Source: an optimization exercise on an open RTL-to-GDS flow (aim: small area, a short achievable clock period and few clock cycles). Production flows keep margins and buffers that such runs may drop.
Only simulation tests tie the RTL to the original design; equivalence was not proved.

[design/flow/run.sh]
#!/bin/bash
# synth_recipe.tcl (not shown) runs the flow's synth.tcl, then flattens the netlist and writes it again
# the make line also repeats each setting of config.mk as NAME=value (left out here)
make -C /OpenROAD-flow-scripts/flow DESIGN_CONFIG=/design/flow/config.mk WORK_HOME=/design/flow/orfs CLKGATE_MAP_FILE= SYNTH_SCRIPT=/design/flow/synth_recipe.tcl finish
[design/flow/config.mk]
export PLATFORM = sky130hd
export DESIGN_NAME = nib_law
export DESIGN_NICKNAME = nib_law
export VERILOG_FILES = /design/flow/design.v
export SDC_FILE = /design/flow/constraint.sdc
export NUM_CORES = 4
export LEC_CHECK = 0
export CAP_MARGIN = 20
export CORE_MARGIN = 2
export CORE_UTILIZATION = 30
export PLACE_DENSITY = 0.5
export SLEW_MARGIN = 20
[design/flow/constraint.sdc]
create_clock -name core_clock -period 22.0 [get_ports {clk}]
set_input_delay 4.4000 -clock core_clock [delete_from_list [all_inputs] [get_ports {clk}]]
set_output_delay 4.4000 -clock core_clock [all_outputs]
set_load 0.01 [all_outputs]
[design/flow/design.v]
module nib_law (
    input  wire        clk,
    input  wire        rst,           
    input  wire        start,         
    input  wire        op_init,       
    input  wire        keep_hist,     
    input  wire        clear,         
    input  wire        outer,         
    input  wire        ff_en,
    input  wire [3:0]  outer_shift,   
    input  wire [3:0]  inner_shift,   
    input  wire [31:0] b0,
    input  wire [31:0] b1,
    input  wire [31:0] b2,
    input  wire [31:0] a1,
    input  wire [31:0] a2,
    input  wire [31:0] kp,
    input  wire [31:0] ki,
    input  wire [31:0] ff_gain,
    input  wire [31:0] d_min,
    input  wire [31:0] d_max,
    input  wire [31:0] lo,
    input  wire [31:0] hi,
    input  wire [31:0] e_o,           
    input  wire [31:0] i_set,         
    input  wire [31:0] i_n,           
    input  wire [31:0] v,             
    input  wire [31:0] vbus,          
    input  wire [19:0] period,        
    output wire        ready,
    output reg         done,
    output wire [31:0] d_out,
    output wire [19:0] on_out,
    output wire [31:0] iref_out,
    output wire [31:0] integ_out,
    output reg  [9:0]  flags
);
    localparam signed [31:0] QMAX = 32'sh7FFF_FFFF;
    localparam signed [31:0] QMIN = 32'sh8000_0000;
    localparam signed [31:0] BUS_FLOOR_V = 32'sd100000;
    function signed [31:0] sat48;
        input signed [47:0] x;
        begin
            if (x > $signed({{16{1'b0}}, QMAX}))
                sat48 = QMAX;
            else if (x < $signed({{16{1'b1}}, QMIN}))
                sat48 = QMIN;
            else
                sat48 = x[31:0];
        end
    endfunction
    function at_bound48;
        input signed [47:0] x;
        begin
            at_bound48 = (x >= $signed({{16{1'b0}}, QMAX})) ||
                         (x <= $signed({{16{1'b1}}, QMIN}));
        end
    endfunction
    function signed [31:0] clamp;
        input signed [31:0] x, l, h;
        begin
            if (x < l)      clamp = l;
            else if (x > h) clamp = h;
            else            clamp = x;
        end
    endfunction
    function signed [47:0] rnd_h;
        input signed [47:0] h;
        input gt, eq;
        begin
            rnd_h = h + {47'd0, gt | (eq & ~h[47])};
        end
    endfunction
    reg        busy;
    reg [3:0]  cnt;
    assign ready = !busy;
    wire       acc_go = start && !busy;
    reg        r_init, r_keep, r_outer, r_ffen;
    reg [3:0]  r_ish;
    reg signed [31:0] r_b0, r_b1, r_b2, r_kp, r_ki;
    reg signed [32:0] r_na1, r_na2;       
    reg        [31:0] r_affg, r_av;       
    reg               r_dneg;             
    reg        [30:0] r_vb;               
    reg               r_bus_low;          
    reg signed [31:0] r_dmin, r_dmax, r_lo, r_hi;
    reg signed [31:0] r_e;                
    reg signed [31:0] r_in;
    reg        [19:0] r_period;
    reg signed [31:0] integ, e1, e2, y1, y2;
    reg        isp;           
    reg signed [31:0] iref;
    reg signed [33:0] h_kp, h_ki;         
    reg        g_kp, q_kp, g_ki, q_ki;    
    reg signed [31:0] y_r;
    reg signed [31:0] dd;                 
    reg        asat;
    reg        oal;
    reg signed [66:0] acc;
    assign d_out     = dd;
    assign iref_out  = iref;
    assign integ_out = integ;
    wire signed [47:0] e_sh_in = {{16{e_o[31]}}, e_o} <<< outer_shift;
    wire        [31:0] affg_in = ff_gain[31] ? -ff_gain : ff_gain;
    wire        [31:0] av_in   = v[31] ? -v : v;
    wire               blow_in = ($signed(vbus) < BUS_FLOOR_V);
    reg  signed [32:0] mul_a, mul_b;
    reg  signed [66:0] base;
    always @* begin
        mul_a = 33'sd0;
        mul_b = 33'sd0;
        base  = acc;
        case (cnt)
            4'd1: begin
                mul_a = {1'b0, r_affg}; mul_b = {1'b0, r_av};
                base  = {36'd0, r_vb[30:1]};
            end
            4'd2: begin mul_a = {r_kp[31], r_kp}; mul_b = {r_e[31], r_e}; base = 67'sd0; end
            4'd3: begin mul_a = {r_ki[31], r_ki}; mul_b = {r_e[31], r_e}; base = 67'sd0; end
            4'd4: begin mul_a = {r_b1[31], r_b1}; mul_b = {e1[31], e1};   base = 67'sd0; end
            4'd5: begin mul_a = {r_b2[31], r_b2}; mul_b = {e2[31], e2};   end
            4'd6: begin mul_a = r_na1;            mul_b = {y1[31], y1};   end
            4'd7: begin mul_a = r_na2;            mul_b = {y2[31], y2};   end
            4'd8: begin mul_a = {r_b0[31], r_b0}; mul_b = {r_e[31], r_e}; end
            default: begin
                mul_a = {dd[31], dd}; mul_b = {13'd0, r_period}; base = 67'sd0;
            end
        endcase
    end
    wire signed [66:0] mac = base + mul_a * mul_b;
    wire signed [66:0] acc_r   = acc + (acc[66] ? 67'sd536870911 : 67'sd536870912);
    wire signed [36:0] acc_rnd = acc_r[66:30];
    wire signed [47:0] acc_rnd48 = {{11{acc_rnd[36]}}, acc_rnd};
    assign on_out = acc_rnd[19:0];
    reg  [32:0] d_rem;
    reg  [31:0] d_lq;         
    reg         d_ovf;
    wire [32:0] den2   = {1'b0, r_vb, 1'b0};
    wire [32:0] rem0   = (cnt == 4'd2) ? acc[63:31] : d_rem;
    wire [31:0] lq0    = (cnt == 4'd2) ? {acc[30:0], r_vb[0]} : d_lq;
    reg  [32:0] rem_n;
    reg  [31:0] lq_n;
    reg  [33:0] rsh;
    reg  [34:0] rdf;
    integer k;
    always @* begin
        rem_n = rem0;
        lq_n  = lq0;
        for (k = 0; k < 4; k = k + 1) begin
            rsh = {rem_n, lq_n[31]};
            rdf = {1'b0, rsh} - {2'b0, den2};
            if (rdf[34]) begin
                rem_n = rsh[32:0];
                lq_n  = {lq_n[30:0], 1'b0};
            end else begin
                rem_n = rdf[32:0];
                lq_n  = {lq_n[30:0], 1'b1};
            end
        end
    end
    reg signed [31:0] ff_val;
    reg               ff_val_at;
    always @* begin
        if (r_dneg) begin
            if (d_ovf || d_lq > 32'h8000_0000) begin
                ff_val = QMIN; ff_val_at = 1'b1;
            end else begin
                ff_val = -$signed(d_lq);
                ff_val_at = (d_lq == 32'h8000_0000);
            end
        end else begin
            if (d_ovf || d_lq >= 32'h7FFF_FFFF) begin
                ff_val = QMAX; ff_val_at = 1'b1;
            end else begin
                ff_val = $signed(d_lq);
                ff_val_at = 1'b0;
            end
        end
    end
    wire signed [47:0] pre_x = rnd_h({{14{h_kp[33]}}, h_kp} + {{16{integ[31]}}, integ}, g_kp, q_kp);
    wire signed [47:0] ic_x  = rnd_h({{14{h_ki[33]}}, h_ki} + {{16{integ[31]}}, integ}, g_ki, q_ki);
    wire signed [31:0] pre_s = sat48(pre_x);
    wire               upd   = (r_lo < pre_s) && (pre_s < r_hi) && !isp;
    wire signed [31:0] o_s   = pre_s;
    wire signed [32:0] ei_dif = {iref[31], iref} - {r_in[31], r_in};
    wire signed [47:0] ei_sh  = {{15{ei_dif[32]}}, ei_dif} <<< r_ish;
    wire signed [31:0] ff_use = r_ffen ? ff_val : 32'sd0;
    wire signed [47:0] draw_x = {{16{y_r[31]}}, y_r} + {{16{ff_use[31]}}, ff_use};
    wire signed [31:0] d_raw  = sat48(draw_x);
    wire signed [31:0] d_cl   = clamp(d_raw, r_dmin, r_dmax);
    wire signed [47:0] y1_x   = {{16{d_cl[31]}}, d_cl} - {{16{ff_use[31]}}, ff_use};
    wire signed [31:0] start_d = clamp(r_ffen ? ff_val : r_dmin, r_dmin, r_dmax);
    wire eval_outer = r_outer && !r_init;
    always @(posedge clk) begin
        acc <= mac;
        if (busy && cnt >= 4'd2 && cnt <= 4'd9) begin
            d_rem <= rem_n;
            d_lq  <= lq_n;
        end
        if (cnt == 4'd2)
            d_ovf <= (acc[63:31] >= den2);
        if (rst) begin
            busy  <= 1'b0;
            cnt   <= 4'd0;
            done  <= 1'b0;
            integ <= 32'sd0;
            e1    <= 32'sd0;
            e2    <= 32'sd0;
            y1    <= 32'sd0;
            y2    <= 32'sd0;
            isp   <= 1'b0;
            flags <= 10'd0;
        end else begin
            done <= 1'b0;
            if (acc_go) begin
                busy      <= 1'b1;
                cnt       <= (op_init && !ff_en) ? 4'd10 : 4'd1;
                r_init    <= op_init;
                r_keep    <= keep_hist;
                r_outer   <= outer;
                r_ffen    <= ff_en;
                r_ish     <= inner_shift;
                r_b0      <= b0;
                r_b1      <= b1;
                r_b2      <= b2;
                r_na1     <= -{a1[31], a1};
                r_na2     <= -{a2[31], a2};
                r_kp      <= kp;
                r_ki      <= ki;
                r_affg    <= affg_in;
                r_av      <= av_in;
                r_dneg    <= (ff_gain != 32'd0) && (v != 32'd0) && (ff_gain[31] ^ v[31]);
                r_vb      <= blow_in ? BUS_FLOOR_V[30:0] : vbus[30:0];
                r_bus_low <= blow_in;
                r_dmin    <= d_min;
                r_dmax    <= d_max;
                r_lo      <= lo;
                r_hi      <= hi;
                r_e       <= sat48(e_sh_in);
                asat      <= outer && !op_init && at_bound48(e_sh_in);
                r_in      <= i_n;
                iref      <= op_init ? 32'sd0 : i_set;
                r_period  <= period;
                oal       <= 1'b0;
                if (clear)
                    flags[5:0] <= 6'd0;
            end else if (busy) begin
                cnt <= cnt + 4'd1;
                case (cnt)
                    4'd3: begin
                        h_kp <= acc[63:30];
                        g_kp <= (acc[29:0] > 30'h2000_0000);
                        q_kp <= (acc[29:0] == 30'h2000_0000);
                    end
                    4'd4: begin
                        h_ki <= acc[63:30];
                        g_ki <= (acc[29:0] > 30'h2000_0000);
                        q_ki <= (acc[29:0] == 30'h2000_0000);
                    end
                    4'd5: if (eval_outer) begin
                        asat <= asat | at_bound48(pre_x) | (upd & at_bound48(ic_x));
                        if (upd)
                            integ <= sat48(ic_x);
                    end
                    4'd6: if (eval_outer) begin
                        asat <= asat | at_bound48(pre_x);
                        iref <= clamp(o_s, r_lo, r_hi);
                    end
                    4'd7: if (!r_init) begin
                        oal  <= r_outer && ((iref == r_lo) || (iref == r_hi));
                        r_e  <= sat48(ei_sh);
                        asat <= asat | at_bound48(ei_sh);
                    end
                    4'd9: if (!r_init) begin
                        y_r  <= sat48(acc_rnd48);
                        asat <= asat | at_bound48(acc_rnd48);
                    end
                    4'd10: begin
                        if (r_init) begin
                            dd <= start_d;
                            if (!r_keep) begin
                                e1  <= 32'sd0;
                                e2  <= 32'sd0;
                                y1  <= 32'sd0;
                                y2  <= 32'sd0;
                                isp <= 1'b0;
                            end
                            integ <= clamp(r_in, r_lo, r_hi);
                        end else begin
                            dd   <= d_cl;
                            e2   <= e1;
                            e1   <= r_e;
                            y2   <= y1;
                            y1   <= sat48(y1_x);
                            isp  <= (d_cl != d_raw);
                            flags[9] <= oal;
                            flags[8] <= (d_cl != d_raw);
                            if (oal)                  flags[3] <= 1'b1;
                            if (d_raw < r_dmin)       flags[2] <= 1'b1;
                            if (d_raw > r_dmax)       flags[1] <= 1'b1;
                            if (r_ffen && r_bus_low)  flags[5] <= 1'b1;
                            if (asat || at_bound48(draw_x) || at_bound48(y1_x) ||
                                (r_ffen && ff_val_at))
                                flags[0] <= 1'b1;
                        end
                    end
                    4'd11: begin
                        done <= 1'b1;
                        busy <= 1'b0;
                        cnt  <= 4'd0;
                    end
                    default: ;
                endcase
            end
        end
    end
endmodule
==> results_dict.tcl <==
set metrics [dict create \
    use_met1_pct 34.8 \
    ant_nets 0 \
    drv_cap 0 \
    fmax_ghz 0.0481 \
    first_global_vias 99018 \
    drive_above_1_share_pct 6.86 \
    rsz0062_at_grt "false" \
    clock_sinks 1020 \
    die_x_um 624 \
    grt_first_pass_wirelength_mm 749 \
    crit_type "register to register" \
    nNetsFinal 15841 \
    insertion_delay_ns 0.90 \
    layoutNonFillerInstCount 18360 \
    fin_util_pct 35.2 \
    yosysTopAreaCell "fa_1" \
    cp-start-kind "register" \
    postCtsHoldBufs 0 \
    areaGrowthSynthToFinish_pct 16.8 \
    viasPerCell 5.42 \
    wl_per_cell_um 29.0 \
    rows 227 \
    drt_pass1_iterations 6 \
    ios 708 \
    yosysWarnings 1 \
    whs_ns 0.476 \
    postSynthAreaPerCell_um2 9.22 \
    synthTopCellsByArea "fa_1 (22%), edfxtp_1 (20%), ha_1 (9.1%), inv_1 (5.6%), nand2_1 (4.6%)" \
    cts-root-buf "clkbuf_16" \
    antenna_found_initial 101 \
    die_area_um2 389000 \
    ys_top_cells_by_count "inv_1 (1730), nand2_1 (1426), fa_1 (1269), nor2_1 (978), ha_1 (837)" \
    path_max_fanout 15 \
    gp_congestion 1.01 \
    cts-buffers-inserted 137 \
    first_iter_violations 10047 \
    vias 99494 \
    initial_core_util_pct 30.1 \
    cts_tree "done" \
    ys.flop_type "edfxtp_1" \
    grt_max_degree 127 \
    dp.final_hpwl_mm 431 \
    grt_use_met2_pct 42.5 \
    worst_clock_skew_ns 0.123 \
    cp_slowest_cell "a2111o_1" \
    grt.met3_usage_pct 4.92 \
    hold_class "register to register" \
    syn-cell-area_um2 115000 \
    slowest_delay_ns 0.42 \
    core_um2 382000 \
    portBuffers 704 \
    clkTransAtPathRegs_ns 0.06 \
    min_period_over_period_pct 94.5 \
    dp_cells 18053 \
    track_usage_pct 26.9 \
    yosys_register_bits 1020 \
    required_ns 22.54 \
    end_kind "register" \
    synth.distinct_cells 109 \
    grt_overflow 0 \
    slew_viol_final 0 \
    hold_viol_final 0 \
    synth-edff-count 779 \
    slew_headroom_pct 16.8 \
    async_flop_share_pct 0 \
    clock_path_buffers 4 \
    outcome "complete, no violations" \
    finalSetupViolCount 0 \
    cp.arrival_ns 21.34 \
    htreeDepth 4 \
    seq_area_frac_synth_pct 24.5 \
    tightest_slew_ns 1.24 \
    cp_common_cell "a21boi_0" \
    syn_inst 12506 \
    period_minus_slack_ns 20.80 \
    grt_busiest_layer "met2" \
    synth_most_common_cell "inv_1" \
    netlist.area_leader.share_pct 22.0 \
    die_y_um 624 \
    routed_wl_mm 532 \
    drc 0 \
]
[metrics by stage]
step | worst slack, ns | TNS [ns] | cell area [um^2]
after floorplan | 1.70 | 0 | 115000
after global placement | -0.00481 | -0.00921 | 130000
after detailed placement | 0.0941 | 0 | 130000
after CTS | 0.0313 | 0 | 134000
after global routing | 0.0100 | 0 | 135000
final | 1.20 | 0 | 135000
[layout by cell type, fill, tap and decap left out, types with 385 or more instances in the layout]
cell type        count
o21ai_0            421
edfxtp_1           779
nor2_1             967
a21oi_1            501
nand2_1           1423
fa_1              1268
inv_1             1730
ha_1               837
xnor2_1            385
clkdlybuf4s50_1    701
[per-layer routing]
| metal | up-vias | wire length (um) |
|---|---|---|
| li1 | 44073 | - |
| met1 | 50226 | 219000 |
| met2 | 4244 | 240000 |
| met3 | 915 | 40900 |
| met4 | 36 | 32400 |
| met5 | - | 269 |
[repair_timing]
item,CTS,global route
buffers inserted,0,0
setup endpoints to repair,31,33
pin swaps,0,1
resized for setup,4,22
[flip-flops by register name, indices dropped and copies added, names as in the netlist, 33 cells and up]
name,flops
acc,67
h_ki,34
h_kp,34
d_rem,33
r_na1,33
r_na2,33
[worst max-delay path: cells and delay by family (launching register included)]
kind,cells,cell delay (ns)
flops,1,0.35
fa+ha+maj,5,1.36
mux,5,1.49
buf+inv,8,1.49
compound gates,64,13.67
simple gates,11,2.07
[final cells by class]
type                            count  area, um^2
Clock buffer                      165        3760
Fill cell                       39620      248000
Sequential cell                  1020       28200
Tap cell                         5038        6300
Antenna cell                       60         150
Multi-Input combinational cell   9225       79300
Timing Repair Buffer             1036        9600
Clock inverter                     81         831
Inverter                         1735        6510
[kinds of logic (layout without fill, tap and decap cells)]
logic type               Yosys count  in the layout  share of synthesized area (%)
other                              1             63                        0.00325
adder cells (fa/ha/maj)         2137           2137                           31.4
AND/OR/NAND/NOR                 3849           3849                           15.5
XOR/XNOR                         597            597                           4.54
buffers and inverters           2263           3017                           7.40
multiplexers                     328            328                           3.20
AO/OA/AOI/OAI                   2311           2311                           13.4
flip-flops                      1020           1020                           24.5
[worst paths after layout]
path / startpoint / to / slack, ns / cells after the start
setup / recovery: cnt[0] / d_rem[22] / 1.20 / 93
hold / removal: y1[3] / y1[3] / 0.48 / 2
setup reg to reg: cnt[0] / d_rem[22] / 1.20 / 93
hold reg to reg: y1[3] / y1[3] / 0.48 / 2
Testbench counts, summed over its fixed seeds: cycles 38,282.

static timing again, ports no longer ideal:
No port has a modelled driver above. Below, the same layout with a new extraction and two added sets of constraints.
Step 1 (the two cells are an assumption about what drives the block):
set clk [get_ports {clk}]
set_driving_cell -lib_cell sky130_fd_sc_hd__clkbuf_16 $clk
set_driving_cell -lib_cell sky130_fd_sc_hd__buf_2 [delete_from_list [all_inputs] $clk]
Step 2, shift: input delay + t, output delay - t, t = (earliest + latest rising clock arrival at the registers) / 2. This alone moves slack from input paths to output paths.
a / b / c = ideal ports / drivers / drivers and shift; a / b = the first two.
t (ns): 0.942
setup slack, ns: 1.204 / 1.204 / 1.204
hold slack, ns: 0.476 / 0.476 / 0.476
clock arrival spread, ns: 0.123 / 0.123
After both steps this run still meets setup and hold. The setup slack of this run moves by 0.000 ns with the drivers and by 0.000 ns with both steps.
